Source: an optimization exercise on an open RTL-to-GDS flow (aim: small area, a short achievable clock period and few clock cycles per item). Production flows keep margins and buffers that such runs may drop. The RTL was checked by simulation tests, not by an equivalence proof against the original design. Power figures rest on the tool's default switching activity, not on a simulated workload.

==> flow/design.v <==
module sage_enc (
    input  wire        clk,
    input  wire        rst,
    input  wire        in_valid,
    output wire        in_ready,
    input  wire [11:0] in_sample,
    input  wire [3:0]  in_mode,
    input  wire [3:0]  in_range,
    input  wire [7:0]  in_flags,
    input  wire [5:0]  in_chg_index,
    output wire        out_valid,
    input  wire        out_ready,
    output wire [31:0] out_data,
    output wire        out_last
);
    localparam integer D = 68;           
    function [12:0] zigzag(input [11:0] a, input [11:0] b);
        reg [12:0] d;
        begin
            d = {a[11], a} - {b[11], b};
            zigzag = d[12] ? ~{d[11:0], 1'b0} : {d[11:0], 1'b0};
        end
    endfunction
    function fits_e(input [11:0] x, input [3:0] e, input [2:0] m);
        reg signed [11:0] s;
        reg signed [11:0] hi;
        reg signed [11:0] lo;
        begin
            s  = $signed(x) >>> (e - 4'd1);
            hi = $signed(12'd1 << m) - 12'sd2;
            lo = -$signed(12'd1 << m) - 12'sd1;
            fits_e = (s <= hi) && (s >= lo);
        end
    endfunction
    reg        in_rdy_r;
    reg  [6:0] occ;             
    wire       fire = in_valid & in_rdy_r;
    reg        iv;
    reg [11:0] ix;
    reg  [5:0] iidx;
    reg        ifirst, ilast;
    reg  [3:0] imode;
    reg [17:0] imeta;
    assign in_ready = in_rdy_r;
    always @(posedge clk) begin
        ix     <= in_sample;
        ifirst <= (iidx == 6'd0);
        ilast  <= (iidx == 6'd63);
        if (fire && iidx == 6'd0) begin
            imode <= in_mode;
            imeta <= {in_range, in_flags, in_chg_index};
        end
        if (rst) begin
            iv   <= 1'b0;
            iidx <= 6'd0;
        end else begin
            iv <= fire;
            if (fire)
                iidx <= iidx + 6'd1;
        end
    end
    reg [11:0] mem [0:D-1];
    reg  [6:0] wptr;
    always @(posedge clk) begin
        if (iv)
            mem[wptr] <= ix;
        if (rst)
            wptr <= 7'd0;
        else if (iv)
            wptr <= (wptr == D - 1) ? 7'd0 : wptr + 7'd1;
    end
    reg  [11:0] px;
    wire [12:0] wu = zigzag(ix, px);
    reg  [9:0] s0, s1, s2;
    reg  [8:0] s3, s4, s5, s6;
    reg  [7:0] s7, s8;
    reg  [6:0] s9, s10;
    reg        nz11;
    reg [10:0] vf;              
    function [9:0] sat10(input [9:0] s, input [12:0] t);
        reg [10:0] sum;
        begin
            sum   = {1'b0, s} + ((t[12:10] != 3'd0) ? 11'd1023 : {1'b0, t[9:0]});
            sat10 = sum[10] ? 10'h3FF : sum[9:0];
        end
    endfunction
    function [8:0] sat9(input [8:0] s, input [9:0] t);
        reg [9:0] sum;
        begin
            sum  = {1'b0, s} + (t[9] ? 10'd511 : {1'b0, t[8:0]});
            sat9 = sum[9] ? 9'h1FF : sum[8:0];
        end
    endfunction
    function [7:0] sat8(input [7:0] s, input [7:0] t);
        reg [8:0] sum;
        begin
            sum  = {1'b0, s} + {1'b0, t};
            sat8 = sum[8] ? 8'hFF : sum[7:0];
        end
    endfunction
    function [6:0] sat7(input [6:0] s, input [6:0] t);
        reg [7:0] sum;
        begin
            sum  = {1'b0, s} + {1'b0, t};
            sat7 = sum[7] ? 7'h7F : sum[6:0];
        end
    endfunction
    wire [2:0]  im = imode[2:0];
    reg  [10:0] xv;             
    integer e;
    always @(*) begin
        xv[0] = !(($signed(ix) <= $signed((12'd1 << (im - 3'd1)) - 12'd1)) &&
                  ($signed(ix) >= -$signed(12'd1 << (im - 3'd1))));
        for (e = 1; e < 11; e = e + 1)
            xv[e] = !fits_e(ix, e[3:0], im);
    end
    always @(posedge clk) begin
        if (iv) begin
            px <= ix;
            if (ifirst) begin
                vf   <= xv;
                s0   <= 10'd0; s1 <= 10'd0; s2 <= 10'd0;
                s3   <= 9'd0;  s4 <= 9'd0;  s5 <= 9'd0;  s6 <= 9'd0;
                s7   <= 8'd0;  s8 <= 8'd0;
                s9   <= 7'd0;  s10 <= 7'd0;
                nz11 <= 1'b0;
            end else begin
                vf   <= vf | xv;
                s0   <= sat10(s0, wu);
                s1   <= sat10(s1, {1'b0, wu[12:1]});
                s2   <= sat10(s2, {2'b0, wu[12:2]});
                s3   <= sat9(s3, wu[12:3]);
                s4   <= sat9(s4, {1'b0, wu[12:4]});
                s5   <= sat9(s5, {2'b0, wu[12:5]});
                s6   <= sat9(s6, {3'b0, wu[12:6]});
                s7   <= sat8(s7, {2'b0, wu[12:7]});
                s8   <= sat8(s8, {3'b0, wu[12:8]});
                s9   <= sat7(s9, {3'b0, wu[12:9]});
                s10  <= sat7(s10, {4'b0, wu[12:10]});
                nz11 <= nz11 | (wu[12:11] != 2'd0);
            end
        end
    end
    reg        dec;
    reg        p_new;           
    reg  [3:0] p_mode, p_exp;
    reg [17:0] p_meta;
    wire [10:0] cmp;
    assign cmp[0]  = (s0 != 10'h3FF) && ({1'b0, s0} <= {1'b0, s1} + 11'd63);
    assign cmp[1]  = (s1 != 10'h3FF) && ({1'b0, s1} <= {1'b0, s2} + 11'd63);
    assign cmp[2]  = (s2 != 10'h3FF) && ({1'b0, s2} <= {2'b0, s3} + 11'd63);
    assign cmp[3]  = (s3 != 9'h1FF)  && ({1'b0, s3} <= {1'b0, s4} + 10'd63);
    assign cmp[4]  = (s4 != 9'h1FF)  && ({1'b0, s4} <= {1'b0, s5} + 10'd63);
    assign cmp[5]  = (s5 != 9'h1FF)  && ({1'b0, s5} <= {1'b0, s6} + 10'd63);
    assign cmp[6]  = (s6 != 9'h1FF)  && ({1'b0, s6} <= {2'b0, s7} + 10'd63);
    assign cmp[7]  = (s7 != 8'hFF)   && ({1'b0, s7} <= {1'b0, s8} + 9'd63);
    assign cmp[8]  = (s8 != 8'hFF)   && ({1'b0, s8} <= {2'b0, s9} + 9'd63);
    assign cmp[9]  = (s9 != 7'h7F)   && ({1'b0, s9} <= {1'b0, s10} + 8'd63);
    assign cmp[10] = (s10 != 7'h7F)  && ((s10 <= 7'd63) || nz11);
    wire fit_any = (s0 <= 10'd693) || (s1 <= 10'd630) || (s2 <= 10'd567) ||
                   (s3 <= 9'd504) || (s4 <= 9'd441) || (s5 <= 9'd378) ||
                   (s6 <= 9'd315) || (s7 <= 8'd252) || (s8 <= 8'd189) ||
                   (s9 <= 7'd126) || (s10 <= 7'd63) || !nz11;
    reg [3:0] kstar;
    integer kk;
    always @(*) begin
        kstar = 4'd11;
        for (kk = 10; kk >= 0; kk = kk - 1)
            if (cmp[kk])
                kstar = kk[3:0];
    end
    reg [3:0] e_blk;
    integer ee;
    always @(*) begin
        e_blk = 4'd0;
        for (ee = 0; ee < 11; ee = ee + 1)
            if (vf[ee])
                e_blk = ee[3:0] + 4'd1;
    end
    wire w_last = iv && ilast;
    wire p_is_l = p_mode[3];
    reg  [6:0] rptr;
    reg  [5:0] ridx;
    reg        r_v;
    reg [11:0] r_x;
    reg [12:0] r_u;
    reg        r_first, r_last;
    reg  [3:0] a_mode, a_exp;
    wire       r_cons;
    reg        rem_act;
    wire       r_free   = !r_v || r_cons;
    wire       readable = (ridx != 6'd0) || p_new;
    wire       rd       = r_free && readable;
    wire       r_start  = rd && (ridx == 6'd0);
    always @(posedge clk) begin
        if (w_last) begin
            p_mode <= imode;
            p_meta <= imeta;
        end
        if (dec) begin
            if (p_is_l) begin
                p_mode <= fit_any ? 4'h8 : 4'h9;
                p_exp  <= fit_any ? kstar : 4'd0;
            end else begin
                p_exp  <= e_blk;
            end
        end
        if (rst) begin
            dec   <= 1'b0;
            p_new <= 1'b0;
        end else begin
            dec <= w_last;
            if (dec)
                p_new <= 1'b1;
            else if (r_start)
                p_new <= 1'b0;
        end
    end
    wire [11:0] rdata = mem[rptr];
    always @(posedge clk) begin
        if (rd) begin
            r_x     <= rdata;
            r_u     <= zigzag(rdata, r_x);
            r_first <= (ridx == 6'd0);
            r_last  <= (ridx == 6'd63);
        end
        if (r_start) begin
            a_mode <= p_mode;
            a_exp  <= p_exp;
        end
        if (rst) begin
            rptr <= 7'd0;
            ridx <= 6'd0;
            r_v  <= 1'b0;
        end else begin
            if (rd) begin
                rptr <= (rptr == D - 1) ? 7'd0 : rptr + 7'd1;
                ridx <= ridx + 6'd1;
            end
            if (rd)
                r_v <= 1'b1;
            else if (r_cons)
                r_v <= 1'b0;
        end
    end
    wire [6:0] occ_nf = occ - {6'd0, rd};
    wire [6:0] occ_f  = occ_nf + 7'd1;
    always @(posedge clk) begin
        if (rst) begin
            occ      <= 7'd0;
            in_rdy_r <= 1'b1;
        end else begin
            occ      <= fire ? occ_f : occ_nf;
            in_rdy_r <= fire ? (occ_f < D) : (occ_nf < D);
        end
    end
    reg        f_v;
    reg [31:0] f_val;
    reg  [5:0] f_len;
    reg        f_first, f_last;
    reg [12:0] rem_q;
    reg [10:0] rem_r;
    reg        rem_last;
    reg  [3:0] rem_k;
    wire       p_cons;
    wire       f_ld = (!f_v || p_cons) && (rem_act || r_v);
    assign     r_cons = f_ld && !rem_act;
    wire [3:0] k   = rem_act ? rem_k : a_exp;
    wire [2:0] m   = a_mode[2:0];
    wire [11:0] sfl    = $signed(r_x) >>> a_exp;
    wire [11:0] smask  = (12'd1 << a_exp) - 12'd1;
    wire [11:0] shalf  = (12'd1 << a_exp) >> 1;
    wire        sguard = |(r_x & shalf);
    wire        ssticky = |(r_x & (smask >> 1));
    wire        sup    = sguard && (ssticky || sfl[0]);
    wire [4:0]  sq     = sfl[4:0] + {4'd0, sup};
    wire [31:0] sval   = {sq, 27'd0} << (3'd5 - m);
    wire [12:0] qf   = r_u >> k;
    wire [10:0] rrf  = r_u[10:0] & ((11'd1 << k) - 11'd1);
    wire [12:0] qq   = rem_act ? rem_q : qf;
    wire [10:0] rr   = rem_act ? rem_r : rrf;
    wire        rfit = (qq <= (13'd31 - {9'd0, k}));
    wire [31:0] ral  = {21'd0, rr} << (6'd32 - {2'd0, k});
    wire [63:0] rsrc = {32'hFFFF_FFFF, rfit ? {1'b0, ral[31:1]} : 32'd0};
    wire [63:0] rsh  = rsrc >> qq[4:0];
    wire        rbig = (qq[12:5] != 8'd0);
    wire [31:0] rval = (!rfit && rbig) ? 32'hFFFF_FFFF : rsh[31:0];
    wire [5:0]  rlen = rfit ? (qq[5:0] + 6'd1 + {2'd0, k}) : (rbig ? 6'd32 : qq[5:0]);
    wire        s_mode = !a_mode[3];
    wire        rice   = !a_mode[3] ? 1'b0 : (a_mode[0] == 1'b0);
    wire        use_r  = rem_act || (rice && !r_first);
    always @(posedge clk) begin
        if (f_ld) begin
            f_first <= !rem_act && r_first;
            if (use_r) begin
                f_val  <= rval;
                f_len  <= rlen;
                f_last <= rfit && (rem_act ? rem_last : r_last);
            end else if (s_mode) begin
                f_val  <= sval;
                f_len  <= {3'd0, m};
                f_last <= r_last;
            end else begin
                f_val  <= {r_x, 20'd0};
                f_len  <= 6'd12;
                f_last <= r_last;
            end
            if (use_r && !rfit) begin
                rem_q <= qq - (rbig ? 13'd32 : qq);
                rem_r <= rr;
                rem_k <= k;
                if (!rem_act)
                    rem_last <= r_last;
            end
        end
        if (rst) begin
            f_v     <= 1'b0;
            rem_act <= 1'b0;
        end else begin
            if (f_ld)
                f_v <= 1'b1;
            else if (p_cons)
                f_v <= 1'b0;
            if (f_ld)
                rem_act <= use_r && !rfit;
        end
    end
    reg [63:0] pk;
    reg  [6:0] pc;
    reg        hdr_done;
    reg        lh, ll;          
    reg [32:0] q0, q1;
    reg  [1:0] qn;
    reg        ov;
    wire [31:0] header = {p_mode, p_exp, p_meta, 6'd0};
    wire       push   = (pc >= 7'd32) && (qn != 2'd2);
    wire [6:0] pc1    = push ? pc - 7'd32 : pc;
    wire       need_h = f_first && !hdr_done;
    wire       t_norm = f_v && !need_h && (pc1 <= 7'd32);
    wire       t_merg = f_v && need_h && (pc1 == 7'd0);
    wire       t_hdr  = f_v && need_h && (pc1 == 7'd32);
    assign     p_cons = t_norm || t_merg;
    wire [63:0] fshift = {f_val, 32'd0} >> pc1[4:0];
    wire [63:0] ins = t_merg ? {header, f_val} :
                      t_hdr  ? {32'd0, header} :
                      t_norm ? (pc1[5] ? {32'd0, f_val} : fshift) : 64'd0;
    wire [6:0]  ilen = t_merg ? 7'd32 + {1'b0, f_len} :
                       t_hdr  ? 7'd32 :
                       t_norm ? {1'b0, f_len} : 7'd0;
    wire [6:0]  craw = pc1 + ilen;
    wire        endb = p_cons && f_last;
    wire        pop  = ov && out_ready;
    wire [32:0] pw   = {lh, pk[63:32]};
    always @(posedge clk) begin
        if (rst) begin
            pk       <= 64'd0;
            pc       <= 7'd0;
            hdr_done <= 1'b0;
            lh       <= 1'b0;
            ll       <= 1'b0;
            qn       <= 2'd0;
            ov       <= 1'b0;
        end else begin
            pk <= (push ? {pk[31:0], 32'd0} : pk) | ins;
            pc <= endb ? ((craw <= 7'd32) ? 7'd32 : 7'd64) : craw;
            if (t_hdr)
                hdr_done <= 1'b1;
            else if (p_cons)
                hdr_done <= 1'b0;
            lh <= (endb && craw <= 7'd32) ? 1'b1 : (push ? ll : lh);
            ll <= (endb && craw > 7'd32) ? 1'b1 : (push ? 1'b0 : ll);
            qn <= qn + {1'b0, push} - {1'b0, pop};
            ov <= (qn + {1'b0, push} - {1'b0, pop}) != 2'd0;
        end
        if (qn == 2'd2 && pop)
            q0 <= q1;
        else if (push && (qn == 2'd0 || pop))
            q0 <= pw;
        if (push && qn == 2'd1 && !pop)
            q1 <= pw;
    end
    assign out_valid = ov;
    assign out_data  = q0[31:0];
    assign out_last  = q0[32];
endmodule
==> flow/run.sh <==
#!/bin/bash
# synth_recipe.tcl (not shown) runs the flow's synth.tcl, then flattens the netlist and writes it again
# the make line also repeats each setting of config.mk as NAME=value (left out here)
make -C /OpenROAD-flow-scripts/flow DESIGN_CONFIG=/design/flow/config.mk WORK_HOME=/design/flow/orfs CLKGATE_MAP_FILE= SYNTH_SCRIPT=/design/flow/synth_recipe.tcl finish
==> flow/config.mk <==
export PLATFORM = sky130hd
export DESIGN_NAME = sage_enc
export DESIGN_NICKNAME = sage_enc
export VERILOG_FILES = /design/flow/design.v
export SDC_FILE = /design/flow/constraint.sdc
export NUM_CORES = 4
export LEC_CHECK = 0
export CAP_MARGIN = 20
export CORE_MARGIN = 2
export CORE_UTILIZATION = 25
export GPL_ROUTABILITY_DRIVEN = 1
export PLACE_DENSITY = 0.4
export SLEW_MARGIN = 20
==> flow/constraint.sdc <==
create_clock -name core_clock -period 15.0 [get_ports {clk}]
set_input_delay 3.0000 -clock core_clock [delete_from_list [all_inputs] [get_ports {clk}]]
set_output_delay 3.0000 -clock core_clock [all_outputs]
set_load 0.01 [all_outputs]
==> results of run 1 <==
## flip-flops by register name (all words and copies together), names as in the netlist, 8 cells and up, named ones only
| signal | cells |
|---|---|
| f_val | 32 |
| imeta | 18 |
| ix | 12 |
| mem | 816 |
| p_meta | 18 |
| pk | 64 |
| px | 12 |
| q0 | 33 |
| q1 | 33 |
| r_u | 13 |
| r_x | 12 |
| rem_q | 13 |
| rem_r | 11 |
| s0 | 10 |
| s1 | 10 |
| s2 | 10 |
| s3 | 9 |
| s4 | 9 |
| s5 | 9 |
| s6 | 9 |
| s7 | 8 |
| s8 | 8 |
| vf | 11 |
## cell usage after synthesis, types with 69 or more instances
master    count
nor2_1      340
inv_1       209
o21ai_0     202
xnor2_1     134
edfxtp_1   1150
clkbuf_1    176
nand2_1     453
mux2_2       69
nor2b_1      94
a21oi_1     331
dfxtp_1     142
mux4_2      278
mux2i_1     115
nand3_1      97
ha_1        401
nand2b_1     75
xor2_1       79
## area by class of cell
cell class | instances | area share (%)
sequential | 1292 | 47.6
multi-input combinational | 3587 | 37.5
tap | 3589 | 5.71
clock buffer | 194 | 5.32
timing repair buffer | 182 | 2.01
inverter | 215 | 1.03
clock inverter | 82 | 0.805
antenna | 3 | 0.00955
## worst reg2reg max path: cells and delay by family (launching register included)
kind                       cells  cell delay [ns]
AOI/OAI and AO/OA             14             3.36
xor gates and xnor gates       1             0.25
adders and majority gates      3             0.96
buffers and inverters          5             1.28
DFF                            1             0.31
and+or+nand+nor                5             1.25
## cell families (layout without fill, tap and decap cells)
| logic type | count (synthesis) | in the layout | synth area share (%) |
|---|---|---|---|
| simple gates | 1402 | 1402 | 9.93 |
| flops | 1292 | 1292 | 54.6 |
| compound gates | 1086 | 1086 | 10.3 |
| mux | 465 | 465 | 12.0 |
| buf+inv | 458 | 673 | 2.58 |
| fa+ha+maj | 417 | 417 | 7.79 |
| xor+xnor | 213 | 213 | 2.73 |
| other cells | 2 | 7 | 0.0110 |
## per-stage QoR
stage	power, mW	setup slack (ns)	hold slack [ns]	utilization [%]
2_1_floorplan	6.03	8.00	0.400	-
3_3_place_gp	6.82	7.38	0.405	27.0
3_5_place_dp	6.83	7.32	0.405	27.0
4_1_cts	10.6	7.24	0.424	28.8
5_1_grt	11.0	6.54	0.438	28.8
6_report	10.4	7.26	0.420	28.8
## where the power goes
part	switching (mW)	leakage (nW)	internal, mW
Combinational	1.35	12.6	1.01
Clock	1.57	2.35	2.09
Sequential	0.223	11.6	4.15
## layer usage
layer,vias up,global-route usage (%),routed length [um]
met5,-,0,43
met4,6,3.45,4490
met3,268,1.82,7860
met2,874,23.9,96900
met1,22600,20.8,98600
li1,20800,-,-
## worst paths after layout
| path | end | slack (ns) | depth (start not counted) |
|---|---|---|---|
| worst max-delay path | s0[1]$_SDFFCE_PP0P_ | 7.26 | 28 |
| worst max register to register | s0[1]$_SDFFCE_PP0P_ | 7.26 | 28 |
| worst min register to register | p_meta[10]$_DFFE_PP_ | 0.42 | 0 |
| worst min-delay path | p_meta[10]$_DFFE_PP_ | 0.42 | 0 |
==> impl_metrics.yaml, run 1 <==
die:
  dieWidth_um: 527
  start_util_pct: 25.1
  die_area_um2: 278000
  die_h_um: 527
  rows: 192
  ioPinCount: 73
  core_um2: 273000
clocking:
  postCtsSetupBuffers: 0
  cts_tree: "done"
  numCtsBuffers: 160
  worstSkewPairLatency_ns: 0.85
  cts.reportedPaths.clkPinSlew_ns: 0.06
  cts-htree-levels: 4
  ctsResizeCount: 0
  hold_buffers: 0
  cts_sinks: 1292
  clockBufferDepth: 4
  cts_root_buffer: "clkbuf_16"
global_routing:
  grt_max_degree: 101
  grt-ovfl-total: 0
  antenna_found_initial: 9
  grt_pass1_vias: 45200
  grt_pass1_wl_um: 311000
  grt.total_usage_pct: 14.7
timing:
  timing.fmax_ghz: 0.129
  min_period_ns: 7.74
  finalCritPeriodShare_pct: 51.6
  skew_ns: 0.0861
  fin_tns_setup_ns: 0
  maxSlewHeadroom_pct: 27.4
  drv_slew: 0
  finalSetupViolations: 0
  worst_slew_pin_slew_ns: 1.09
  hold_viol_final: 0
  rsz0062_at_grt: "false"
yosys:
  synthesis.area_um2: 68400
  yosysSeqAreaShare_pct: 54.6
  synth_ff_type: "edfxtp_1"
  ys_warn_count: 1
  synthCells: 5335
  yosys.area.top_type: "edfxtp_1"
  syn-mean-instance-area_um2: 12.8
  ys_ff_latch: 1292
  synth_largest_type_area_fraction_pct: 50.5
  synth_enable_flop_cells: 1150
  async_flop_share_pct: 0
  synthTopCellsByArea: "edfxtp_1 (50%), mux4_2 (9.1%), ha_1 (7.3%)"
  ys_types: 107
hold_path:
  min_path_type: "register to register"
  hp-start: "imeta[10]$_DFFE_PP_"
critical_path:
  crit_start: "ix[0]$_DFF_P_"
  crit_path_start_kind: "register"
  cp_data_required_time_ns: 15.47
  cp_max_fo: 70
  max_stage_delay_ns: 0.62
  end_kind: "register"
  cp.arrival_ns: 8.21
  slowest_stage: "a21oi_1"
  critPathBufInv: 5
  crit_family: "compound AO/OA/AOI/OAI gates"
  path_common_cell: "a21oi_1"
  path_class: "register to register"
  reg2reg_from: "ix[0]$_DFF_P_"
job:
  drv_cap: 0
finish:
  layout_commonest_cell: "edfxtp_1"
  final_area_um2: 78600
  nNetsFinal: 5892
  layout_common_cells: "edfxtp_1 (1,150), nand2_1 (453), ha_1 (401), a21oi_1 (330), nor2_1 (300)"
  syn_to_final_growth_pct: 14.9
  fill_cells: 27700
  multi_input_area_um2: 29500
  final-seq-area_um2: 37400
  stdcell_count: 9144
  final_layout_size_suffix_gt1_share_pct: 14.5
power_and_ir_drop:
  power.density_nw_per_um2: 132
  vdd_drop_max_mv: 0.0878
  p_leak_nw: 26.6
placed_design:
  place_area_um2: 73800
  place.gp.congestion: 0.832
  dp_hpwl_um: 139000
  numPortBuffers: 72
  placed_cells: 8863
detailed_routing:
  drtPass1Iterations: 10
  wirelength_um: 208000
  vias: 44500
  avgViaCountPerCell: 4.87
  route.antenna.remaining_nets: 0
  wl_per_cell_um: 22.7
  drt_iter0_markers: 3354
  drc: 0
outcome:
  outcome: "complete, no violations"
Testbench counts, summed over its fixed seeds: cycles 66,268, blocks 1,024.
==> run 2, diff against run 1 <==
--- a/flow/design.v
+++ b/flow/design.v
@@ -14,5 +14,5 @@
     output wire        out_last
 );
-    localparam integer D = 68;           
+    localparam integer D = 67;           
     function [12:0] zigzag(input [11:0] a, input [11:0] b);
         reg [12:0] d;
@@ -22,15 +22,4 @@
         end
     endfunction
-    function fits_e(input [11:0] x, input [3:0] e, input [2:0] m);
-        reg signed [11:0] s;
-        reg signed [11:0] hi;
-        reg signed [11:0] lo;
-        begin
-            s  = $signed(x) >>> (e - 4'd1);
-            hi = $signed(12'd1 << m) - 12'sd2;
-            lo = -$signed(12'd1 << m) - 12'sd1;
-            fits_e = (s <= hi) && (s >= lo);
-        end
-    endfunction
     reg        in_rdy_r;
     reg  [6:0] occ;             
@@ -107,17 +96,33 @@
     endfunction
     wire [2:0]  im = imode[2:0];
-    reg  [10:0] xv;             
+    wire [10:0] iy = ix[11] ? ~ix[10:0] : ix[10:0];
+    reg  [10:0] xv;
+    reg  [14:0] xc;
     integer e;
     always @(*) begin
-        xv[0] = !(($signed(ix) <= $signed((12'd1 << (im - 3'd1)) - 12'd1)) &&
-                  ($signed(ix) >= -$signed(12'd1 << (im - 3'd1))));
-        for (e = 1; e < 11; e = e + 1)
-            xv[e] = !fits_e(ix, e[3:0], im);
+        xv[0] = iy >= (11'd1 << (im - 3'd1));
+        for (e = 1; e < 11; e = e + 1) begin
+            xc    = ix[11] ? (((15'd1 << im) + 15'd1) << (e - 1))
+                           : (((15'd1 << im) - 15'd1) << (e - 1));
+            xv[e] = {4'd0, iy} >= xc;
+        end
     end
+    wire [10:0] gxv = iv ? xv : 11'd0;
+    wire        clr = iv && ifirst;
+    reg  [12:0] gu;
+    reg         clr_r;
     always @(posedge clk) begin
-        if (iv) begin
+        if (iv)
             px <= ix;
-            if (ifirst) begin
-                vf   <= xv;
+        gu    <= iv ? wu : 13'd0;
+        clr_r <= clr;
+        if (clr)
+            vf <= xv;
+        else
+            vf <= vf | gxv;
+    end
+    always @(posedge clk) begin
+        begin
+            if (clr_r) begin
                 s0   <= 10'd0; s1 <= 10'd0; s2 <= 10'd0;
                 s3   <= 9'd0;  s4 <= 9'd0;  s5 <= 9'd0;  s6 <= 9'd0;
@@ -126,21 +131,20 @@
                 nz11 <= 1'b0;
             end else begin
-                vf   <= vf | xv;
-                s0   <= sat10(s0, wu);
-                s1   <= sat10(s1, {1'b0, wu[12:1]});
-                s2   <= sat10(s2, {2'b0, wu[12:2]});
-                s3   <= sat9(s3, wu[12:3]);
-                s4   <= sat9(s4, {1'b0, wu[12:4]});
-                s5   <= sat9(s5, {2'b0, wu[12:5]});
-                s6   <= sat9(s6, {3'b0, wu[12:6]});
-                s7   <= sat8(s7, {2'b0, wu[12:7]});
-                s8   <= sat8(s8, {3'b0, wu[12:8]});
-                s9   <= sat7(s9, {3'b0, wu[12:9]});
-                s10  <= sat7(s10, {4'b0, wu[12:10]});
-                nz11 <= nz11 | (wu[12:11] != 2'd0);
+                s0   <= sat10(s0, gu);
+                s1   <= sat10(s1, {1'b0, gu[12:1]});
+                s2   <= sat10(s2, {2'b0, gu[12:2]});
+                s3   <= sat9(s3, gu[12:3]);
+                s4   <= sat9(s4, {1'b0, gu[12:4]});
+                s5   <= sat9(s5, {2'b0, gu[12:5]});
+                s6   <= sat9(s6, {3'b0, gu[12:6]});
+                s7   <= sat8(s7, {2'b0, gu[12:7]});
+                s8   <= sat8(s8, {3'b0, gu[12:8]});
+                s9   <= sat7(s9, {3'b0, gu[12:9]});
+                s10  <= sat7(s10, {4'b0, gu[12:10]});
+                nz11 <= nz11 | (gu[12:11] != 2'd0);
             end
         end
     end
-    reg        dec;
+    reg        dec1, dec2;
     reg        p_new;           
     reg  [3:0] p_mode, p_exp;
@@ -190,7 +194,9 @@
     reg        rem_act;
     wire       r_free   = !r_v || r_cons;
-    wire       readable = (ridx != 6'd0) || p_new;
+    wire       readable = (ridx != 6'd0) || p_new || dec2;
     wire       rd       = r_free && readable;
     wire       r_start  = rd && (ridx == 6'd0);
+    wire [3:0] d_mode = !p_is_l ? p_mode : (fit_any ? 4'h8 : 4'h9);
+    wire [3:0] d_exp  = !p_is_l ? p_exp  : (fit_any ? kstar : 4'd0);
     always @(posedge clk) begin
         if (w_last) begin
@@ -198,18 +204,18 @@
             p_meta <= imeta;
         end
-        if (dec) begin
-            if (p_is_l) begin
-                p_mode <= fit_any ? 4'h8 : 4'h9;
-                p_exp  <= fit_any ? kstar : 4'd0;
-            end else begin
-                p_exp  <= e_blk;
-            end
+        if (dec1)
+            p_exp <= e_blk;
+        if (dec2) begin
+            p_mode <= d_mode;
+            p_exp  <= d_exp;
         end
         if (rst) begin
-            dec   <= 1'b0;
+            dec1  <= 1'b0;
+            dec2  <= 1'b0;
             p_new <= 1'b0;
         end else begin
-            dec <= w_last;
-            if (dec)
+            dec1 <= w_last;
+            dec2 <= dec1;
+            if (dec2 && !r_start)
                 p_new <= 1'b1;
             else if (r_start)
@@ -217,5 +223,11 @@
         end
     end
-    wire [11:0] rdata = mem[rptr];
+    reg  [11:0] rdata;
+    integer ri;
+    always @(*) begin
+        rdata = 12'd0;
+        for (ri = 0; ri < D; ri = ri + 1)
+            rdata = rdata | (mem[ri] & {12{rptr == ri}});
+    end
     always @(posedge clk) begin
         if (rd) begin
@@ -226,6 +238,6 @@
         end
         if (r_start) begin
-            a_mode <= p_mode;
-            a_exp  <= p_exp;
+            a_mode <= dec2 ? d_mode : p_mode;
+            a_exp  <= dec2 ? d_exp : p_exp;
         end
         if (rst) begin
@@ -306,11 +318,9 @@
                 f_last <= r_last;
             end
-            if (use_r && !rfit) begin
-                rem_q <= qq - (rbig ? 13'd32 : qq);
-                rem_r <= rr;
-                rem_k <= k;
-                if (!rem_act)
-                    rem_last <= r_last;
-            end
+            rem_q <= qq - (rbig ? 13'd32 : qq);
+            rem_r <= rr;
+            rem_k <= k;
+            if (!rem_act)
+                rem_last <= r_last;
         end
         if (rst) begin
==> impl_metrics.yaml, run 2 <==
outcome:
  outcome: "complete, no violations"
finish:
  layout_common_cells: "edfxtp_1 (1,034), nand2_1 (456), nor2_1 (433), ha_1 (331), a21oi_1 (301)"
  largest_reg_flops: 804
  postLayoutCoreUtil_pct: 29.3
  final_layout_size_suffix_gt1_share_pct: 11.0
  largest-register: "mem"
  reg.largest.list: "mem (804), pk (64)"
  nNetsFinal: 6093
  syn_to_final_growth_pct: 16.9
  layout_commonest_cell: "edfxtp_1"
timing:
  drv_slew: 0
  worst_slew_pin_slew_ns: 1.22
  hold_viol_final: 0
  finalSetupViolations: 0
  finalCritPeriodShare_pct: 43.4
  timing.fmax_ghz: 0.154
  fin_tns_setup_ns: 0
  skew_ns: 0.0575
  min_period_ns: 6.51
  maxSlewHeadroom_pct: 18.1
  rsz0062_at_grt: "false"
power_and_ir_drop:
  power.density_nw_per_um2: 161
  p_leak_nw: 26.2
  vdd_drop_max_mv: 0.135
  fin_total_pwr_mw: 12.1
critical_path:
  timing.rr.end: "f_val[11]$_SDFFCE_PP0P_"
  end_kind: "register"
  r2r_slack_ns: 8.49
  path_class: "register to register"
  crit_start: "a_exp[0]$_DFFE_PP_"
  crit_family: "compound AO/OA/AOI/OAI gates"
  crit_path_start_kind: "register"
  reg2reg_from: "a_exp[0]$_DFFE_PP_"
  path_common_cell: "buf_4"
  slowest_stage: "o41ai_1"
  path_cells: "buf_4, mux2i_4, inv_2, mux4_2, and2_1, a31o_2, a221o_1, buf_4, ha_1, nor2b_1, o21ai_0, a21boi_0, o221a_2, nor3_4, nand2_2, o41ai_1, o21ba_2, a211oi_1, a2111oi_1"
  cp_data_required_time_ns: 15.55
  cp.arrival_ns: 7.06
  reg2reg_depth: 19
  critPathBufInv: 3
  cp_max_fo: 35
  max_stage_delay_ns: 0.86
clocking:
  clockBufferDepth: 3
  cts_tree: "done"
  cts.reportedPaths.clkPinSlew_ns: 0.06
  cts_root_buffer: "clkbuf_16"
  cts-htree-levels: 4
  hold_buffers: 0
  postCtsSetupBuffers: 0
  cts_sinks: 1288
  ctsResizeCount: 0
  numCtsBuffers: 150
  worstSkewPairLatency_ns: 0.83
yosys:
  synthMuxAreaShare_pct: 3.18
  syn-mean-instance-area_um2: 11.6
  synth_ff_type: "edfxtp_1"
  synthCells: 5533
  synth_enable_flop_cells: 1034
  synth_fa_ha_area_share_pct: 6.92
  ys_types: 104
  yosys.area.top_type: "edfxtp_1"
  synth_compound_area_share_pct: 16.0
  synth.most_common_cell: "edfxtp_1"
  synthesis.area_um2: 64200
  synth_largest_type_area_fraction_pct: 48.4
  synth_xor_area_share_pct: 2.93
  yosysSeqAreaShare_pct: 56.3
  async_flop_share_pct: 0
  synth_top_cells_by_count: "edfxtp_1 (1,034), nand2_1 (456), nor2_1 (452)"
  synthSimpleGateAreaFrac_pct: 11.7
  ys_ff_latch: 1288
  ys_warn_count: 1
  synthTopCellsByArea: "edfxtp_1 (48%), dfxtp_1 (7.9%), ha_1 (6.5%)"
  synth_top_family_by_area: "compound AO/OA/AOI/OAI gates"
detailed_routing:
  route.antenna.remaining_nets: 0
  avgViaCountPerCell: 5.26
  wirelength_um: 266000
  drc: 0
  drt_iter0_markers: 4970
  drtPass1Iterations: 8
  vias: 48500
  wl_per_cell_um: 28.8
placed_design:
  numPortBuffers: 72
  place.gp.congestion: 0.932
  dp_hpwl_um: 182000
global_routing:
  grt_pass1_vias: 47200
  antenna_found_initial: 8
  grt-ovfl-total: 0
  grt.total_usage_pct: 19.8
  grt_max_degree: 70
  grt_pass1_wl_um: 372000
hold_path:
  holdPathEnd: "p_meta[12]$_DFFE_PP_"
  worstHoldPathCells: 0
  hp-start: "imeta[12]$_DFFE_PP_"
  min_path_type: "register to register"
die:
  core_um2: 256000
  dieWidth_um: 511
  ioPinCount: 73
  die_h_um: 511
  die_area_um2: 261000
  start_util_pct: 25.1
  rows: 186
job:
  drv_cap: 0
## run 2: per-stage QoR
step | instances | cell area, um^2 | hold WS (ns) | worst slack (ns)
after floorplan | 5536 | 64200 | 0.400 | 8.08
after global routing | 9218 | 75000 | 0.428 | 7.93
final | 9220 | 75000 | 0.420 | 8.49
after detailed placement | 8941 | 70000 | 0.405 | 8.61
after CTS | 9217 | 75000 | 0.422 | 8.56
after global placement | 8939 | 70000 | 0.403 | 8.61
## run 2: power breakdown
part | internal [mW] | switching (mW) | leakage, nW | total, mW
sequential | 4.18 | 0.416 | 11.4 | 4.59
clock | 2.17 | 1.60 | 2.43 | 3.77
combinational | 1.51 | 2.21 | 12.4 | 3.72
total | 7.85 | 4.23 | 26.2 | 12.1
## run 2: layout make-up
type / instances / area [um^2]
fillers: 26300 / 181000
clock inverters: 83 / 852
inverters: 224 / 841
repair buffers: 291 / 2380
flip-flops and latches: 1288 / 36200
diodes: 3 / 7.51
clock buffers: 193 / 4130
multi-input cells: 3754 / 26400
well taps: 3384 / 4230
## run 2: per-layer routing
metal | global-route usage (%) | wire length [um] | up-vias
met1 | 26.6 | 116000 | 24700
li1 | - | - | 21500
met3 | 2.91 | 16300 | 409
met5 | 0 | 13 | -
met4 | 8.38 | 12200 | 2
met2 | 31.7 | 122000 | 1871
## run 2: worst max-delay path by stage
stage / endpoint / slack, ns / cells past startpoint
floorplan: q1[0]$_DFFE_PP_ / 8.08 / 3
global placement: f_val[9]$_SDFFCE_PP0P_ / 8.61 / 20
detailed placement: f_val[9]$_SDFFCE_PP0P_ / 8.61 / 19
CTS: f_val[9]$_SDFFCE_PP0P_ / 8.56 / 19
global route: f_val[11]$_SDFFCE_PP0P_ / 7.93 / 20
finish: f_val[11]$_SDFFCE_PP0P_ / 8.49 / 19
## run 2: cell families (layout without fill, tap and decap cells)
family	count (synthesis)	in the layout
buffers and inverters	494	791
flip-flops	1288	1288
AND/OR/NAND/NOR	1583	1583
multiplexers	156	156
XOR/XNOR	215	215
adder cells (fa/ha/maj)	346	346
other	1	7
AO/OA/AOI/OAI	1450	1450
## run 2: worst reg2reg max path, cell delays in order (launching register included)
cell and delay, ns:
edfxtp_1 0.32, buf_4 0.40, mux2i_4 0.16, inv_2 0.47, mux4_2 0.63, and2_1 0.19, a31o_2 0.23, a221o_1 0.31
buf_4 0.25, ha_1 0.33, nor2b_1 0.13, o21ai_0 0.23, a21boi_0 0.19, o221a_2 0.40, nor3_4 0.22, nand2_2 0.18
o41ai_1 0.87, o21ba_2 0.29, a211oi_1 0.10, a2111oi_1 0.38
Testbench counts of run 2, summed over its fixed seeds: cycles 66,268, blocks 1,024.
==> run 3, diff against run 2 <==
--- a/flow/design.v
+++ b/flow/design.v
@@ -188,7 +188,6 @@
     reg        r_v;
     reg [11:0] r_x;
-    reg [12:0] r_u;
     reg        r_first, r_last;
-    reg  [3:0] a_mode, a_exp;
+    reg  [3:0] a_mode, a_exp;   
     wire       r_cons;
     reg        rem_act;
@@ -233,5 +232,4 @@
         if (rd) begin
             r_x     <= rdata;
-            r_u     <= zigzag(rdata, r_x);
             r_first <= (ridx == 6'd0);
             r_last  <= (ridx == 6'd63);
@@ -267,4 +265,44 @@
         end
     end
+    reg        u_v;
+    reg [12:0] u_qf;
+    reg [10:0] u_rr;
+    reg [11:0] u_v12;           
+    reg        u_first, u_last;
+    reg  [3:0] u_mode, u_exp;
+    reg  [4:0] u_lim;           
+    reg  [3:0] u_k1;            
+    wire       u_cons;
+    wire       u_ld = (!u_v || u_cons) && r_v;
+    assign     r_cons = u_ld;
+    wire [12:0] ru  = zigzag(r_x, u_v12);
+    wire [12:0] rqf = ru >> a_exp;
+    wire [10:0] rrr = ru[10:0] & ((11'd1 << a_exp) - 11'd1);
+    wire [11:0] sfl    = $signed(r_x) >>> a_exp;
+    wire [11:0] smask  = (12'd1 << a_exp) - 12'd1;
+    wire [11:0] shalf  = (12'd1 << a_exp) >> 1;
+    wire        sguard = |(r_x & shalf);
+    wire        ssticky = |(r_x & (smask >> 1));
+    wire        sup    = sguard && (ssticky || sfl[0]);
+    wire [4:0]  sq     = sfl[4:0] + {4'd0, sup};
+    always @(posedge clk) begin
+        if (u_ld) begin
+            u_qf    <= rqf;
+            u_rr    <= rrr;
+            u_v12   <= a_mode[3] ? r_x : {7'd0, sq};
+            u_first <= r_first;
+            u_last  <= r_last;
+            u_mode  <= a_mode;
+            u_exp   <= a_exp;
+            u_lim   <= 5'd31 - {1'b0, a_exp};
+            u_k1    <= a_exp + 4'd1;
+        end
+        if (rst)
+            u_v <= 1'b0;
+        else if (u_ld)
+            u_v <= 1'b1;
+        else if (u_cons)
+            u_v <= 1'b0;
+    end
     reg        f_v;
     reg [31:0] f_val;
@@ -274,53 +312,46 @@
     reg [10:0] rem_r;
     reg        rem_last;
-    reg  [3:0] rem_k;
+    reg  [4:0] rem_lim;
+    reg  [3:0] rem_k1;
     wire       p_cons;
-    wire       f_ld = (!f_v || p_cons) && (rem_act || r_v);
-    assign     r_cons = f_ld && !rem_act;
-    wire [3:0] k   = rem_act ? rem_k : a_exp;
-    wire [2:0] m   = a_mode[2:0];
-    wire [11:0] sfl    = $signed(r_x) >>> a_exp;
-    wire [11:0] smask  = (12'd1 << a_exp) - 12'd1;
-    wire [11:0] shalf  = (12'd1 << a_exp) >> 1;
-    wire        sguard = |(r_x & shalf);
-    wire        ssticky = |(r_x & (smask >> 1));
-    wire        sup    = sguard && (ssticky || sfl[0]);
-    wire [4:0]  sq     = sfl[4:0] + {4'd0, sup};
-    wire [31:0] sval   = {sq, 27'd0} << (3'd5 - m);
-    wire [12:0] qf   = r_u >> k;
-    wire [10:0] rrf  = r_u[10:0] & ((11'd1 << k) - 11'd1);
-    wire [12:0] qq   = rem_act ? rem_q : qf;
-    wire [10:0] rr   = rem_act ? rem_r : rrf;
-    wire        rfit = (qq <= (13'd31 - {9'd0, k}));
-    wire [31:0] ral  = {21'd0, rr} << (6'd32 - {2'd0, k});
-    wire [63:0] rsrc = {32'hFFFF_FFFF, rfit ? {1'b0, ral[31:1]} : 32'd0};
-    wire [63:0] rsh  = rsrc >> qq[4:0];
+    wire       f_ld = (!f_v || p_cons) && (rem_act || u_v);
+    assign     u_cons = f_ld && !rem_act;
+    wire [2:0] m   = u_mode[2:0];
+    wire [31:0] sval   = {u_v12[4:0], 27'd0} << (3'd5 - m);
+    wire [12:0] qq   = rem_act ? rem_q : u_qf;
+    wire [10:0] rr   = rem_act ? rem_r : u_rr;
+    wire [4:0]  lim  = rem_act ? rem_lim : u_lim;
+    wire [3:0]  k1   = rem_act ? rem_k1 : u_k1;
     wire        rbig = (qq[12:5] != 8'd0);
-    wire [31:0] rval = (!rfit && rbig) ? 32'hFFFF_FFFF : rsh[31:0];
-    wire [5:0]  rlen = rfit ? (qq[5:0] + 6'd1 + {2'd0, k}) : (rbig ? 6'd32 : qq[5:0]);
-    wire        s_mode = !a_mode[3];
-    wire        rice   = !a_mode[3] ? 1'b0 : (a_mode[0] == 1'b0);
-    wire        use_r  = rem_act || (rice && !r_first);
+    wire        rfit = !rbig && (qq[4:0] <= lim);
+    wire [31:0] ones = ~(32'hFFFF_FFFF >> qq[4:0]);
+    wire [31:0] rpos = {21'd0, rr} << (lim - qq[4:0]);
+    wire [31:0] rval = rfit ? (ones | rpos) : (rbig ? 32'hFFFF_FFFF : ones);
+    wire [5:0]  rlen = rfit ? (qq[5:0] + {2'd0, k1}) : (rbig ? 6'd32 : qq[5:0]);
+    wire        s_mode = !u_mode[3];
+    wire        rice   = !u_mode[3] ? 1'b0 : (u_mode[0] == 1'b0);
+    wire        use_r  = rem_act || (rice && !u_first);
     always @(posedge clk) begin
         if (f_ld) begin
-            f_first <= !rem_act && r_first;
+            f_first <= !rem_act && u_first;
             if (use_r) begin
                 f_val  <= rval;
                 f_len  <= rlen;
-                f_last <= rfit && (rem_act ? rem_last : r_last);
+                f_last <= rfit && (rem_act ? rem_last : u_last);
             end else if (s_mode) begin
                 f_val  <= sval;
                 f_len  <= {3'd0, m};
-                f_last <= r_last;
+                f_last <= u_last;
             end else begin
-                f_val  <= {r_x, 20'd0};
+                f_val  <= {u_v12, 20'd0};
                 f_len  <= 6'd12;
-                f_last <= r_last;
+                f_last <= u_last;
             end
             rem_q <= qq - (rbig ? 13'd32 : qq);
             rem_r <= rr;
-            rem_k <= k;
+            rem_lim <= lim;
+            rem_k1  <= k1;
             if (!rem_act)
-                rem_last <= r_last;
+                rem_last <= u_last;
         end
         if (rst) begin
==> impl_metrics.yaml, run 3 <==
clocking:
  worstSkewPairLatency_ns: 0.83
  cts-htree-levels: 4
  cts.reportedPaths.clkPinSlew_ns: 0.06
  clockBufferDepth: 3
  numCtsBuffers: 160
  cts_root_buffer: "clkbuf_16"
  postCtsSetupBuffers: 0
  cts_tree: "done"
  hold_buffers: 0
  cts_sinks: 1330
  ctsResizeCount: 0
finish:
  layout_common_cells: "edfxtp_1 (1,075), nand2_1 (388), nor2_1 (379), ha_1 (337), a21oi_1 (275)"
  postLayoutCoreUtil_pct: 29.4
  layout_commonest_cell: "edfxtp_1"
  final-seq-area_um2: 37400
  final_area_um2: 75200
  stdcell_count: 9015
  syn_to_final_growth_pct: 17.2
  fill_cells: 26100
  largest-register: "mem"
  reg.largest.list: "mem (804), pk (64)"
  largest_reg_flops: 804
  multi_input_area_um2: 25400
  final_layout_size_suffix_gt1_share_pct: 11.6
  nNetsFinal: 5884
die:
  start_util_pct: 25.1
  ioPinCount: 73
  die_area_um2: 261000
  dieWidth_um: 511
  rows: 186
  die_h_um: 511
  core_um2: 256000
yosys:
  ys_types: 94
  yosys.area.top_type: "edfxtp_1"
  synthCells: 5299
  ys_ff_latch: 1330
  synth_largest_type_area_fraction_pct: 50.3
  synth_ff_type: "edfxtp_1"
  syn-mean-instance-area_um2: 12.1
  ys_warn_count: 1
  synthTopCellsByArea: "edfxtp_1 (50%), dfxtp_1 (8.0%), ha_1 (6.6%)"
  synthesis.area_um2: 64200
  async_flop_share_pct: 0
  yosysSeqAreaShare_pct: 58.2
  synth_top_cells_by_count: "edfxtp_1 (1,075), nor2_1 (412), nand2_1 (388)"
  synth.most_common_cell: "edfxtp_1"
  synth_enable_flop_cells: 1075
critical_path:
  critPathBufInv: 1
  cp_data_required_time_ns: 12.00
  reg2reg_from: "rem_act$_SDFFE_PP0P_"
  crit_family: "buffers and inverters"
  cp.arrival_ns: 1.85
  timing.rr.end: "f_val[31]$_DFFE_PP_"
  cp_max_fo: 1
  reg2reg_depth: 11
  slowest_stage: "clkdlybuf4s50_1"
  r2r_slack_ns: 10.35
  end_kind: "primary output"
  path_cells: "clkdlybuf4s50_1"
  max_stage_delay_ns: 0.58
  path_class: "register to primary output"
  crit_path_start_kind: "register"
power_and_ir_drop:
  fin_total_pwr_mw: 11.5
  power.density_nw_per_um2: 153
  p_leak_nw: 25.7
  vdd_drop_max_mv: 0.115
timing:
  rsz0062_at_grt: "false"
  setup_ws_ns: 10.15
  timing.fmax_ghz: 0.206
  min_period_ns: 4.85
  drv_slew: 0
  fin_tns_setup_ns: 0
  hold_viol_final: 0
  finalSetupViolations: 0
  hold_ws_ns: 0.417
  skew_ns: 0.0648
  worst_slew_pin_slew_ns: 1.20
  finalCritPeriodShare_pct: 32.3
  maxSlewHeadroom_pct: 19.4
global_routing:
  grt_pass1_vias: 45100
  grt.total_usage_pct: 18.6
  grt_max_degree: 67
  antenna_found_initial: 13
  grt-ovfl-total: 0
  grt_pass1_wl_um: 349000
placed_design:
  dpl_worst_slack_ns: 9.76
  place_area_um2: 70000
  dp_hpwl_um: 170000
  place.gp.congestion: 0.915
  placed_cells: 8713
  numPortBuffers: 72
detailed_routing:
  drtPass1Iterations: 7
  drt_iter0_markers: 4842
  wirelength_um: 249000
  avgViaCountPerCell: 5.15
  wl_per_cell_um: 27.6
  route.antenna.remaining_nets: 0
  vias: 46400
  drc: 0
hold_path:
  worstHoldPathCells: 0
  hp-start: "imeta[0]$_DFFE_PP_"
  holdPathEnd: "p_meta[0]$_DFFE_PP_"
  min_path_type: "register to register"
job:
  drv_cap: 0
outcome:
  outcome: "complete, no violations"
-- run 3: cell types whose count changed after synthesis, sizes merged, moves of 17 or more --
| cell | previous run | this run |
|---|---|---|
| nand2 | 458 | 388 |
| mux2 | 52 | 84 |
| mux2i | 72 | 97 |
| o21bai | 35 | 18 |
| edfxtp | 1034 | 1075 |
| xnor2 | 130 | 150 |
| inv | 220 | 190 |
| a21oi | 303 | 276 |
| nand3 | 137 | 119 |
| nor2 | 452 | 413 |
| o21a | 73 | 28 |
| a221oi | 128 | 111 |
-- run 3: metal layers --
layer	share of wire [%]	track usage, %	vias up
met5	0.0052	0	-
met4	3.9	6.85	2
met3	6.6	3.20	392
met2	46	29.9	1721
met1	43	24.9	23500
li1	-	-	20800
-- run 3: layout make-up --
type | instances | area share (%)
Tap cell | 3384 | 5.63
Clock inverter | 100 | 1.31
Antenna cell | 3 | 0.00998
Multi-Input combinational cell | 3532 | 33.8
Timing Repair Buffer | 273 | 2.97
Sequential cell | 1330 | 49.8
Inverter | 196 | 0.978
Clock buffer | 197 | 5.56
-- run 3: worst max path at each step --
stage	start	endpoint	slack, ns	cells after the start
2_1_floorplan	out_ready	q1[0]$_DFFE_PP_	7.76	3
3_3_place_gp	out_ready	q0[8]$_DFFE_PP_	9.83	4
3_5_place_dp	out_ready	q0[8]$_DFFE_PP_	9.76	4
4_1_cts	q0[2]$_DFFE_PP_	out_data[2]	10.08	1
5_1_grt	rem_act$_SDFFE_PP0P_	f_val[17]$_SDFFCE_PP0P_	9.98	13
6_report	q0[2]$_DFFE_PP_	out_data[2]	10.15	1
-- run 3: kinds of logic (layout without fill, tap and decap cells) --
family                     after synthesis  count (layout)  synth area share (%)
buffers and inverters                  437             766                  2.59
and+or+nand+nor                       1431            1431                  10.6
other                                    0               3                     0
DFF                                   1330            1330                  58.2
adders and majority gates              353             353                  7.07
muxes                                  212             212                  4.07
xor gates and xnor gates               242             242                  3.30
AOI/OAI and AO/OA                     1294            1294                  14.1
-- run 3: report_power, final --
part | leakage, nW | switching, mW | internal, mW
registers | 11.8 | 0.379 | 4.26
clock network | 2.52 | 1.67 | 2.18
logic | 11.4 | 1.74 | 1.28
Testbench counts of run 3, summed over its fixed seeds: cycles 66,276, blocks 1,024.
==> run 4, diff against run 3 <==
--- a/flow/design.v
+++ b/flow/design.v
@@ -14,5 +14,5 @@
     output wire        out_last
 );
-    localparam integer D = 67;           
+    localparam integer D = 68;           
     function [12:0] zigzag(input [11:0] a, input [11:0] b);
         reg [12:0] d;
@@ -30,4 +30,5 @@
     reg        ifirst, ilast;
     reg  [3:0] imode;
+    reg  [3:0] im1h;            
     reg [17:0] imeta;
     assign in_ready = in_rdy_r;
@@ -38,4 +39,5 @@
         if (fire && iidx == 6'd0) begin
             imode <= in_mode;
+            im1h  <= {in_mode == 4'h5, in_mode == 4'h4, in_mode == 4'h3, in_mode == 4'h2};
             imeta <= {in_range, in_flags, in_chg_index};
         end
@@ -95,15 +97,16 @@
         end
     endfunction
-    wire [2:0]  im = imode[2:0];
     wire [10:0] iy = ix[11] ? ~ix[10:0] : ix[10:0];
     reg  [10:0] xv;
-    reg  [14:0] xc;
-    integer e;
+    integer e, mm;
     always @(*) begin
-        xv[0] = iy >= (11'd1 << (im - 3'd1));
-        for (e = 1; e < 11; e = e + 1) begin
-            xc    = ix[11] ? (((15'd1 << im) + 15'd1) << (e - 1))
-                           : (((15'd1 << im) - 15'd1) << (e - 1));
-            xv[e] = {4'd0, iy} >= xc;
+        xv = 11'd0;
+        for (mm = 2; mm < 6; mm = mm + 1) begin
+            if (im1h[mm - 2]) begin
+                xv[0] = xv[0] | ({4'd0, iy} >= (15'd1 << (mm - 1)));
+                for (e = 1; e < 11; e = e + 1)
+                    xv[e] = xv[e] | (ix[11] ? ({4'd0, iy} >= (((15'd1 << mm) + 15'd1) << (e - 1)))
+                                            : ({4'd0, iy} >= (((15'd1 << mm) - 15'd1) << (e - 1))));
+            end
         end
     end
@@ -191,5 +194,4 @@
     reg  [3:0] a_mode, a_exp;   
     wire       r_cons;
-    reg        rem_act;
     wire       r_free   = !r_v || r_cons;
     wire       readable = (ridx != 6'd0) || p_new || dec2;
@@ -254,13 +256,17 @@
         end
     end
-    wire [6:0] occ_nf = occ - {6'd0, rd};
-    wire [6:0] occ_f  = occ_nf + 7'd1;
+    reg        rd_d;
+    wire [6:0] occ_n  = occ + {6'd0, iv} - {6'd0, rd_d};
+    wire       n_lt   = (occ_n < D);
+    wire       n_lt1  = (occ_n < D - 1);
     always @(posedge clk) begin
         if (rst) begin
             occ      <= 7'd0;
+            rd_d     <= 1'b0;
             in_rdy_r <= 1'b1;
         end else begin
-            occ      <= fire ? occ_f : occ_nf;
-            in_rdy_r <= fire ? (occ_f < D) : (occ_nf < D);
+            occ      <= occ_n;
+            rd_d     <= rd;
+            in_rdy_r <= fire ? n_lt1 : n_lt;
         end
     end
@@ -273,5 +279,9 @@
     reg  [4:0] u_lim;           
     reg  [3:0] u_k1;            
+    reg        u_fit;           
     wire       u_cons;
+    wire       u_chunk;         
+    wire [12:0] u_qrest;
+    wire       u_fit_n;
     wire       u_ld = (!u_v || u_cons) && r_v;
     assign     r_cons = u_ld;
@@ -279,4 +289,6 @@
     wire [12:0] rqf = ru >> a_exp;
     wire [10:0] rrr = ru[10:0] & ((11'd1 << a_exp) - 11'd1);
+    wire [17:0] rthr = {12'd0, 6'd32 - {2'b0, a_exp}} << a_exp;
+    wire        rfit0 = ({5'd0, ru} < rthr);
     wire [11:0] sfl    = $signed(r_x) >>> a_exp;
     wire [11:0] smask  = (12'd1 << a_exp) - 12'd1;
@@ -287,6 +299,11 @@
     wire [4:0]  sq     = sfl[4:0] + {4'd0, sup};
     always @(posedge clk) begin
+        if (u_chunk) begin
+            u_qf    <= u_qrest;
+            u_fit   <= u_fit_n;
+        end
         if (u_ld) begin
             u_qf    <= rqf;
+            u_fit   <= rfit0;
             u_rr    <= rrr;
             u_v12   <= a_mode[3] ? r_x : {7'd0, sq};
@@ -309,20 +326,17 @@
     reg  [5:0] f_len;
     reg        f_first, f_last;
-    reg [12:0] rem_q;
-    reg [10:0] rem_r;
-    reg        rem_last;
-    reg  [4:0] rem_lim;
-    reg  [3:0] rem_k1;
     wire       p_cons;
-    wire       f_ld = (!f_v || p_cons) && (rem_act || u_v);
-    assign     u_cons = f_ld && !rem_act;
+    wire       f_fin;           
+    wire       f_ld = (!f_v || p_cons) && u_v;
+    assign     u_cons  = f_ld && f_fin;
+    assign     u_chunk = f_ld && !f_fin;
     wire [2:0] m   = u_mode[2:0];
     wire [31:0] sval   = {u_v12[4:0], 27'd0} << (3'd5 - m);
-    wire [12:0] qq   = rem_act ? rem_q : u_qf;
-    wire [10:0] rr   = rem_act ? rem_r : u_rr;
-    wire [4:0]  lim  = rem_act ? rem_lim : u_lim;
-    wire [3:0]  k1   = rem_act ? rem_k1 : u_k1;
+    wire [12:0] qq   = u_qf;
+    wire [10:0] rr   = u_rr;
+    wire [4:0]  lim  = u_lim;
+    wire [3:0]  k1   = u_k1;
     wire        rbig = (qq[12:5] != 8'd0);
-    wire        rfit = !rbig && (qq[4:0] <= lim);
+    wire        rfit = u_fit;
     wire [31:0] ones = ~(32'hFFFF_FFFF >> qq[4:0]);
     wire [31:0] rpos = {21'd0, rr} << (lim - qq[4:0]);
@@ -331,12 +345,15 @@
     wire        s_mode = !u_mode[3];
     wire        rice   = !u_mode[3] ? 1'b0 : (u_mode[0] == 1'b0);
-    wire        use_r  = rem_act || (rice && !u_first);
+    wire        use_r  = rice && !u_first;
+    assign      f_fin  = !use_r || rfit;
+    assign      u_qrest = qq - (rbig ? 13'd32 : qq);
+    assign      u_fit_n = !rbig || (qq[12:6] == 7'd0 && qq[4:0] <= lim);
     always @(posedge clk) begin
         if (f_ld) begin
-            f_first <= !rem_act && u_first;
+            f_first <= u_first;
             if (use_r) begin
                 f_val  <= rval;
                 f_len  <= rlen;
-                f_last <= rfit && (rem_act ? rem_last : u_last);
+                f_last <= rfit && u_last;
             end else if (s_mode) begin
                 f_val  <= sval;
@@ -348,14 +365,7 @@
                 f_last <= u_last;
             end
-            rem_q <= qq - (rbig ? 13'd32 : qq);
-            rem_r <= rr;
-            rem_lim <= lim;
-            rem_k1  <= k1;
-            if (!rem_act)
-                rem_last <= u_last;
         end
         if (rst) begin
-            f_v     <= 1'b0;
-            rem_act <= 1'b0;
+            f_v <= 1'b0;
         end else begin
             if (f_ld)
@@ -363,6 +373,4 @@
             else if (p_cons)
                 f_v <= 1'b0;
-            if (f_ld)
-                rem_act <= use_r && !rfit;
         end
     end
==> impl_metrics.yaml, run 4 <==
finish:
  fill_cells: 25700
  layout_common_cells: "edfxtp_1 (1,058), nand2_1 (407), nor2_1 (396), a21oi_1 (333), ha_1 (275)"
  layout_commonest_cell: "edfxtp_1"
  final-seq-area_um2: 36900
  nNetsFinal: 5790
  largest-register: "mem"
  largest_reg_flops: 816
  final_layout_size_suffix_gt1_share_pct: 11.1
  postLayoutCoreUtil_pct: 29.3
  reg.largest.list: "mem (816), pk (64)"
  syn_to_final_growth_pct: 16.4
  stdcell_count: 8933
  multi_input_area_um2: 24800
timing:
  timing.fmax_ghz: 0.210
  fin_tns_setup_ns: 0
  worst_slew_pin_slew_ns: 1.15
  drv_slew: 0
  maxSlewHeadroom_pct: 22.7
  min_period_ns: 4.76
  rsz0062_at_grt: "false"
  finalSetupViolations: 0
  hold_viol_final: 0
  skew_ns: 0.0731
  finalCritPeriodShare_pct: 31.8
clocking:
  numCtsBuffers: 147
  cts_root_buffer: "clkbuf_16"
  cts.reportedPaths.clkPinSlew_ns: 0.06
  hold_buffers: 0
  worstSkewPairLatency_ns: 0.84
  clockBufferDepth: 3
  ctsResizeCount: 0
  cts-htree-levels: 4
  postCtsSetupBuffers: 0
  cts_tree: "done"
  cts_sinks: 1313
yosys:
  synth_largest_type_area_fraction_pct: 50.2
  synth_top_cells_by_count: "edfxtp_1 (1,058), nor2_1 (426), nand2_1 (407)"
  synthCells: 5323
  async_flop_share_pct: 0
  ys_warn_count: 1
  ys_types: 90
  synth.most_common_cell: "edfxtp_1"
  yosys.area.top_type: "edfxtp_1"
  synth_enable_flop_cells: 1058
  synthTopCellsByArea: "edfxtp_1 (50%), dfxtp_1 (8.1%), ha_1 (5.4%)"
  synthesis.area_um2: 63300
  syn-mean-instance-area_um2: 11.9
  synth_ff_type: "edfxtp_1"
  yosysSeqAreaShare_pct: 58.3
  ys_ff_latch: 1313
power_and_ir_drop:
  fin_total_pwr_mw: 11.3
  vdd_drop_max_mv: 0.0823
  p_leak_nw: 25.0
  power.density_nw_per_um2: 153
detailed_routing:
  avgViaCountPerCell: 5.22
  drc: 0
  route.antenna.remaining_nets: 0
  drtPass1Iterations: 6
  vias: 46700
  wirelength_um: 252000
  drt_iter0_markers: 5190
  wl_per_cell_um: 28.2
hold_path:
  min_path_type: "register to register"
  hp-start: "imeta[7]$_DFFE_PP_"
placed_design:
  placed_cells: 8659
  numPortBuffers: 72
  dp_hpwl_um: 168000
  place.gp.congestion: 0.895
critical_path:
  cp_max_fo: 1
  end_kind: "primary output"
  path_class: "register to primary output"
  crit_family: "buffers and inverters"
  slowest_stage: "clkdlybuf4s50_1"
  cp.arrival_ns: 1.76
  cp_data_required_time_ns: 12.00
  critPathBufInv: 1
  crit_start: "q0[22]$_DFFE_PP_"
  r2r_slack_ns: 10.52
  max_stage_delay_ns: 0.57
  crit_path_start_kind: "register"
  reg2reg_from: "pc[5]$_SDFF_PP0_"
  path_cells: "clkdlybuf4s50_1"
job:
  drv_cap: 0
die:
  dieWidth_um: 507
  rows: 184
  ioPinCount: 73
  die_area_um2: 257000
  start_util_pct: 25.2
  die_h_um: 507
  core_um2: 252000
global_routing:
  grt-ovfl-total: 0
  grt.total_usage_pct: 19.2
  grt_max_degree: 84
  antenna_found_initial: 17
  grt_pass1_vias: 45200
  grt_pass1_wl_um: 354000
outcome:
  outcome: "complete, no violations"
==> run 4: changes by cell type after synthesis, moves of 15 or more <==
cell and change:
a222oi_1 -26, o221ai_1 +16, o31ai_1 +15, ha_1 -62, nand2_1 +19, a22o_1 +37
clkbuf_1 +31, a21oi_1 +58, edfxtp_1 -17, a22oi_1 -50, a221oi_1 +50, o21ai_0 -15
==> run 4: worst register-to-register path: cells and delay by family (launching register included) <==
family,cells,cell delay (ns)
adders and majority gates,3,0.85
buffers and inverters,1,0.05
and+or+nand+nor,3,1.54
AOI/OAI and AO/OA,7,1.47
DFF,1,0.35
xor gates and xnor gates,1,0.12
==> run 4: through the flow <==
step                hold WS, ns  instance area (um^2)  setup WS [ns]
floorplan                 0.400                 63300           9.69
global placement          0.402                 68800           9.92
detailed placement        0.405                 68800           9.96
CTS                       0.420                 73700          10.17
global route              0.424                 73700           9.99
finish                    0.418                 73700          10.24
==> run 4: layout make-up <==
class                   instances  area share, %
flip-flops and latches       1313           50.1
multi-input cells            3534           33.6
well taps                    3348           5.68
clock buffers                 182           5.34
repair buffers                265           2.94
clock inverters                88           1.28
inverters                     199           1.01
diodes                          4         0.0136
==> run 4: cells by family (layout without fill, tap and decap cells) <==
group,after synthesis,count (layout),synth area share (%)
fa+ha+maj,293,293,5.99
simple gates,1448,1448,10.8
mux,188,188,3.78
xor+xnor,222,222,3.07
other cells,1,5,0.00592
buf+inv,476,734,2.88
compound gates,1382,1382,15.2
flops,1313,1313,58.3
==> run 4: per-layer routing <==
metal | GRT usage [%] | part of all wire, % | routed length [um]
met1 | 26.9 | 45 | 113000
met2 | 29.6 | 44 | 111000
met3 | 3.54 | 7.2 | 18200
met4 | 6.48 | 3.7 | 9290
met5 | 0 | 0.028 | 70
==> run 4: report_power, final <==
| group | total (mW) | internal (mW) | switching (mW) |
|---|---|---|---|
| Sequential | 4.61 | 4.21 | 0.393 |
| Combinational | 2.96 | 1.26 | 1.71 |
| Clock | 3.72 | 2.08 | 1.64 |
==> run 4: path summary, 6_finish.rpt <==
kind                         end  cells after the start
min          p_meta[7]$_DFFE_PP_                      0
max reg2reg     pc[6]$_SDFF_PP0_                     15
min reg2reg  p_meta[7]$_DFFE_PP_                      0
max                 out_data[22]                      1
Testbench counts of run 4, summed over its fixed seeds: cycles 66,276, blocks 1,024.

[static timing again, ports no longer ideal]
The results above use ideal ports. As a check the final layouts listed here were re-extracted and re-timed, cells and wires unchanged. Step 1 assumes that a clkbuf_16 drives the clock port and a buf_2 every other input. Step 2 also shifts input and output timing later by t, the mid clock arrival at the registers, as if the neighbouring blocks saw the same clock. Three values: no drivers, after step 1, after step 2; two values: the first two.
| run | t (ns) | slack for setup (ns) | hold WS [ns] | clock arrival spread, ns | worst slew at a driven data input, ns |
|---|---|---|---|---|---|
| run 1 | 0.893 | 7.261 / 7.261 / 7.261 | 0.420 / 0.420 / 0.420 | 0.094 / 0.094 | 0.07 |
| run 2 | 0.895 | 8.489 / 8.489 / 8.489 | 0.420 / 0.420 / 0.420 | 0.058 / 0.058 | 0.06 |
| run 3 | 0.901 | 10.149 / 10.048 / 9.938 | 0.417 / 0.417 / 0.417 | 0.065 / 0.065 | 0.07 |
| run 4 | 0.885 | 10.236 / 10.156 / 9.935 | 0.418 / 0.418 / 0.418 | 0.080 / 0.079 | 0.26 |
After both steps every run listed still meets setup and hold. For run 4, which loses most, drivers alone change the setup slack by -0.080 ns; drivers and shift together by -0.301 ns.
